Source: an optimization exercise on an open RTL-to-GDS flow (aim: small area, a short achievable clock period and few clock cycles per item). Production flows keep margins and buffers that such runs may drop. Function was checked by simulation only, so behaviour that the tests miss may differ from the original. Power and IR drop assume default switching activity.

== v48 ==
Design dge_sha512, start of the top module:
module dge_sha512 (
    input  wire         clk,
    input  wire         rst,             
    input  wire         start,
    input  wire [7:0]   alg,             
    input  wire         resume,
    input  wire [511:0] resume_h,        
    input  wire [63:0]  resume_count,    
    input  wire         abort,
    input  wire         in_valid,
    output reg          in_ready,
    input  wire [63:0]  in_data,
    input  wire         in_last,
    input  wire [3:0]   in_nbytes,
    output reg          busy,
    output reg          done,
    output reg          err,
    output wire [511:0] digest
);
Size: about 1,200 I/O pins, ~0.13 sq mm of cells after synthesis.
clock: 13.0 ns
lec_check: 0
abc_area: 1
cap_margin: 20
core_margin: 2
core_utilization: 50
place_density: 0.7
slew_margin: 20
synth_memory_max_bits: 8192
standard.sh (not shown) runs the stock make flow with config.mk's settings and CLKGATE_MAP_FILE= SYNTH_SCRIPT=/design/flow/synth_recipe.tcl, a recipe that flattens the netlist after the stock synthesis.
==> flow/flow/run.sh <==
#!/bin/bash
# Standard synthesis, then the standard layout with: repair_timing aiming at
# a setup margin below the clock period (the SDC is unchanged), and a plain
# buffer (flow/port_buffer.txt) on every port.
set -euo pipefail
MARGIN=$(cat flow/margin.txt)
PORTBUF=$(cat flow/port_buffer.txt)
bash standard.sh synth > synth.log 2>&1
bash standard.sh SETUP_SLACK_MARGIN=$MARGIN "BUFFER_PORTS_ARGS=-buffer_cell $PORTBUF" finish > layout.log 2>&1
==> flow/flow/margin.txt <==
8.5
==> flow/flow/port_buffer.txt <==
sky130_fd_sc_hd__buf_1
Testbench counts of v48, summed over its fixed seeds: cycles 55,230, bytes 57,574.
Here is what was changed in the inputs of v36 compared with v48.
Settings: changing CORE_UTILIZATION from 50 to 45.
--- outcome ---
- v36 did not stop at any stage, and its layout met the timing, design-rule and antenna checks.
- v36 vs v48 on static power due to leakage: v36 is the lower one.
- Delta (v36 minus v48): global-route wire length before repair roughly the same; cell area now smaller; clock insertion delay at the later pin of the skew report down 0.12 ns; fmax fell by 4.4%; final critical path time including I/O delays and setup went up 0.22 ns.
- Taking v48 as the reference, in v36 via total after detailed routing -1,727; share of total power consumed by net switching +0.22 points.
- Against v48, routed wire length in v36 came out better.
- On fraction of standard cell area that is sequential, v36 and v48 are basically level.
- Against v48, v36 comes in 5.0 points lower on worst relative slew slack.
#### Input delta (v58 over v36)
==> flow/flow/margin.txt <==
9.0
Results
Side by side, estimated wirelength of the detail-placed design turned out higher in v58 than in v36.
Final estimated routing congestion in global placement is lower on v36
Of v36 and v58, the run reporting the lower power consumed by combinational cells was v36.
Cmp v58 vs v36: smallest setup slack after layout higher in v58
Clock power, v36 and v58, lower one = v58.
Run comparison: v36 cell at the slowest stage of the critical path buf_6; v58 cell at the slowest stage of the critical path fa_2
NOTE routed wire length v36->v58 increased by a few percent
### v58 -> v35
Settings: CTS_CLUSTER_DIAMETER newly set to 60; CTS_CLUSTER_SIZE newly set to 20.
==> flow/flow/margin.txt <==
8.5
==> notes.md <==
- Completing all stages was not enough for v35: its layout failed the final checks because of max-slew violations.
- Clock transition time at the flip-flop clock pins of the worst setup and hold paths delta (v58 -> v35): insignificant
- Changes observed in v35 relative to v58: count of clock-buffer cells in the layout lost 106, core utilization lost 5.9 points, wire length lost 6.0%, worst hold slack picked up an extra 0.033 ns.
The following lists how v8 was set up differently from v35:
Settings: CORE_UTILIZATION changed from 45 to 50; CTS_CLUSTER_DIAMETER removed (was 60); CTS_CLUSTER_SIZE removed (was 20); CTS_BUF_LIST newly set to sky130_fd_sc_hd__clkbuf_8.
==> notes.md <==
v8 finished every stage and its layout cleared the timing, design-rule and antenna checks. v8: fraction of power consumed by the clock network 0.5 points below v35. Register-to-register setup slack delta (v35 -> v8): insignificant. When v8 is set beside v35, its number of detailed-routing iterations run before antenna repair turns out to be 1 smaller. In v8 the initial antenna violation count turned out 2 lower than in v35. Utilization is lower on v35. Number of sequential cells in the layout of v35 is on par with v8. v8 -> v35: routed wire length flat.
Setup changes, v8 to v26
Settings: a deleted CTS_BUF_LIST that had been sky130_fd_sc_hd__clkbuf_8; a change of PLACE_DENSITY from 0.7 to 0.75; a change of CORE_UTILIZATION from 50 to 60.
--- outcome ---
Status: v26 FAILED at 5_1_grt (tool error). Comparing v26 and v8, the lower area after detailed placement is on v26. On vertical die dimension: v26 sits below v8. On v26: number of placement rows is 16 lower than what v8 gave. Looking at cell count after placement, v26 sits 3.3% lower than v8 does. Number of buffers between clock root and the deepest sink (v26 over v8): decrease, 1. In v26, the count of cells resized by post-cts repair came out 160 above the value in v8.

* * *

Another version of the RTL of dge_sha512 (not shown whole).
Size: roughly 120000 um^2 of cells after synthesis.
==> flow/design.v (excerpt) <==
module dge_sha512 (
    input  wire         clk,
    input  wire         rst,             
    input  wire         start,
    input  wire [7:0]   alg,             
    input  wire         resume,
    input  wire [511:0] resume_h,        
    input  wire [63:0]  resume_count,    
    input  wire         abort,
    input  wire         in_valid,
    output reg          in_ready,
    input  wire [63:0]  in_data,
    input  wire         in_last,
    input  wire [3:0]   in_nbytes,
    output reg          busy,
    output reg          done,
    output reg          err,
    output wire [511:0] digest
);
    localparam [1:0] S_IDLE = 2'd0,
                     S_PRE  = 2'd1,      
                     S_POST = 2'd2,      
                     S_RND  = 2'd3;      
    localparam [1:0] F_DATA = 2'd0,      
                     F_PAD  = 2'd1,      
                     F_END  = 2'd2;      
    localparam [7:0] ALG_SHA384 = 8'h02,
                     ALG_SHA512 = 8'h03;
    reg [1:0]  state;
    reg [6:0]  kidx;         
    reg        first;        
    reg        is384;
    reg [1:0]  fmode;
    reg [3:0]  fp;           
    reg        need80;       
    reg        lenfit;       
    reg [60:0] cnt_hi;       
    reg [2:0]  cnt_lo;       
    reg [63:0] ib_d;         
    reg        ib_last;
    reg [3:0]  ib_n;
    reg        ib_v;
    reg        got_last;     
    reg [63:0] a, b, c, d, e, f, g, h;
    reg [63:0] hkw;          
    reg [63:0] w [0:15];     
    reg [63:0] ha [0:3];     
    reg [63:0] he [0:3];     
    integer i;
    reg [63:0] k;
    always @(*) begin
        case (kidx)
            7'd0:  k = 64'h428a2f98d728ae22; 7'd1:  k = 64'h7137449123ef65cd;
            7'd2:  k = 64'hb5c0fbcfec4d3b2f; 7'd3:  k = 64'he9b5dba58189dbbc;
            7'd4:  k = 64'h3956c25bf348b538; 7'd5:  k = 64'h59f111f1b605d019;
            7'd6:  k = 64'h923f82a4af194f9b; 7'd7:  k = 64'hab1c5ed5da6d8118;
            7'd8:  k = 64'hd807aa98a3030242; 7'd9:  k = 64'h12835b0145706fbe;
  ...
clock: 13.0 ns
lec_check: 0
cap_margin: 20
core_margin: 2
core_utilization: 45
place_density: 0.7
slew_margin: 20
synth_memory_max_bits: 8192
==> flow/flow/margin.txt <==
8.5
==> flow/flow/port_buffer.txt <==
sky130_fd_sc_hd__buf_2
Scripts as last shown in full above: flow/flow/run.sh
Testbench counts at the start, summed over its fixed seeds: cycles 55,550, bytes 57,574.
==> next run, changes <==
==> flow/flow/margin.txt (replaced) <==
7.0
What happened: The changed run produced a clean layout. Sequential cell count stays the same. Combinational power drops by roughly a tenth. Cell count decreases by a few percent. Synthesized cell count is unchanged. Design area is lower by a few percent. Total power is lower slightly. Setup slack degrades by 0.21 ns. Core utilization goes down by 3.2 points. Critical path depth shrinks by 2. Fmax went down by a few percent. Wire length decreases by a few percent.
==> next run, changes <==
==> flow/flow/margin.txt (replaced) <==
7.5
Effect: The changed run completed without violations; combinational power is higher by a few percent; clock skew is lower by 0.0032 ns; core utilization is higher by 0.85 points; first-iteration DRC count is higher by a few percent; routed wire length is higher slightly; register-to-register slack is better by 0.23 ns.

* * *

Another version of the RTL of dge_sha512 (not shown whole).
For scale: ~13000 cells after synthesis, roughly 2300 flip-flops, about 1200 I/O pins.
clock: 13.0 ns
lec_check: 0
abc_area: 1
cap_margin: 25
core_margin: 2
core_utilization: 50
place_density: 0.7
slew_margin: 25
synth_memory_max_bits: 8192
==> flow/flow/margin.txt <==
8.5
==> flow/flow/port_buffer.txt <==
sky130_fd_sc_hd__buf_1
Scripts as last shown in full above: flow/flow/run.sh
Testbench counts at the start, summed over its fixed seeds: cycles 55,230, bytes 57,574.
Edit:
CAP_MARGIN = 20   (was 25)
CORE_UTILIZATION = 55   (was 50)
SLEW_MARGIN = 20   (was 25)
With this change the flow failed in global routing (5_1_grt).
Area after synthesis does not change.
Synthesized cell count does not change.
Edit:
CORE_UTILIZATION = 48   (was 55)
Now the flow completed without violations.
Synthesized area does not change.
Synthesized cell count does not change.

* * *

Starting RTL as in the previous note.
Settings: LEC_CHECK=0, ABC_AREA=1, CAP_MARGIN=20, CORE_MARGIN=2, CORE_UTILIZATION=50, PLACE_DENSITY=0.7, SLEW_MARGIN=20, SYNTH_MEMORY_MAX_BITS=8192; clock period 13.0 ns.
Scripts as last shown in full above: flow/flow/run.sh, flow/flow/margin.txt, flow/flow/port_buffer.txt
The baseline completed, yet does not pass: capacitance limit, slew limit.
Testbench counts at the start, summed over its fixed seeds: cycles 55,230, bytes 57,574.
Rerun with:
CORE_UTILIZATION = 45   (was 50)
Effect: The changed run went through all stages and came out clean. Setup slack is worse by 0.14 ns. Final area fell by 0.31%. Routed wire length stays flat. Worst hold slack improved by 0.041 ns. Non-clock buffer count falls by 41. Global-route usage fell by 4.6 points. Power increases by 0.80%. Synthesized cell count is unchanged. Sequential share of layout area increases by 0.14 points.

-- re-timing with driven ports --
The results above use ideal ports. As a check the final layouts listed here were re-extracted and re-timed, cells and wires unchanged. Step 1, drivers: a clkbuf_16 drives clk and a buf_2 each remaining input, both assumed. Step 2 also shifts input and output timing later by t, the mid clock arrival at the registers, as if the neighbouring blocks saw the same clock. a / b / c = ideal / step 1 / step 2; a / b = the first two.
run | t, ns | setup slack, ns | worst setup path at the end
v48 | 1.061 | 8.278 / 8.278 / 7.323 | input to register
v36 | 0.975 | 8.062 / 8.132 / 7.157 | input to register
v58 | 1.003 | 8.186 / 8.186 / 7.801 | input to register
v35 | 1.014 | 8.199 / 8.199 / 7.435 | input to register
v8 | 1.146 | 8.185 / 8.185 / 7.294 | input to register
the first run of note 2 | 1.065 | 7.256 / 7.256 / 7.256 | register to register
the second run of note 2 | 1.042 | 7.044 / 7.044 / 6.745 | input to register
the third run of note 2 | 1.048 | 7.277 / 7.277 / 6.727 | input to register
the first run of note 3 | 1.021 | 8.222 / 8.117 / 7.714 | input to register
the third run of note 3 | 0.971 | 8.276 / 8.276 / 7.613 | input to register
the first run of note 4 | 1.030 | 8.313 / 8.241 / 7.625 | input to register
the second run of note 4 | 0.996 | 8.175 / 8.175 / 7.557 | input to register
For v48, which loses most, drivers alone change the setup slack by 0.000 ns; drivers and shift together by -0.955 ns.
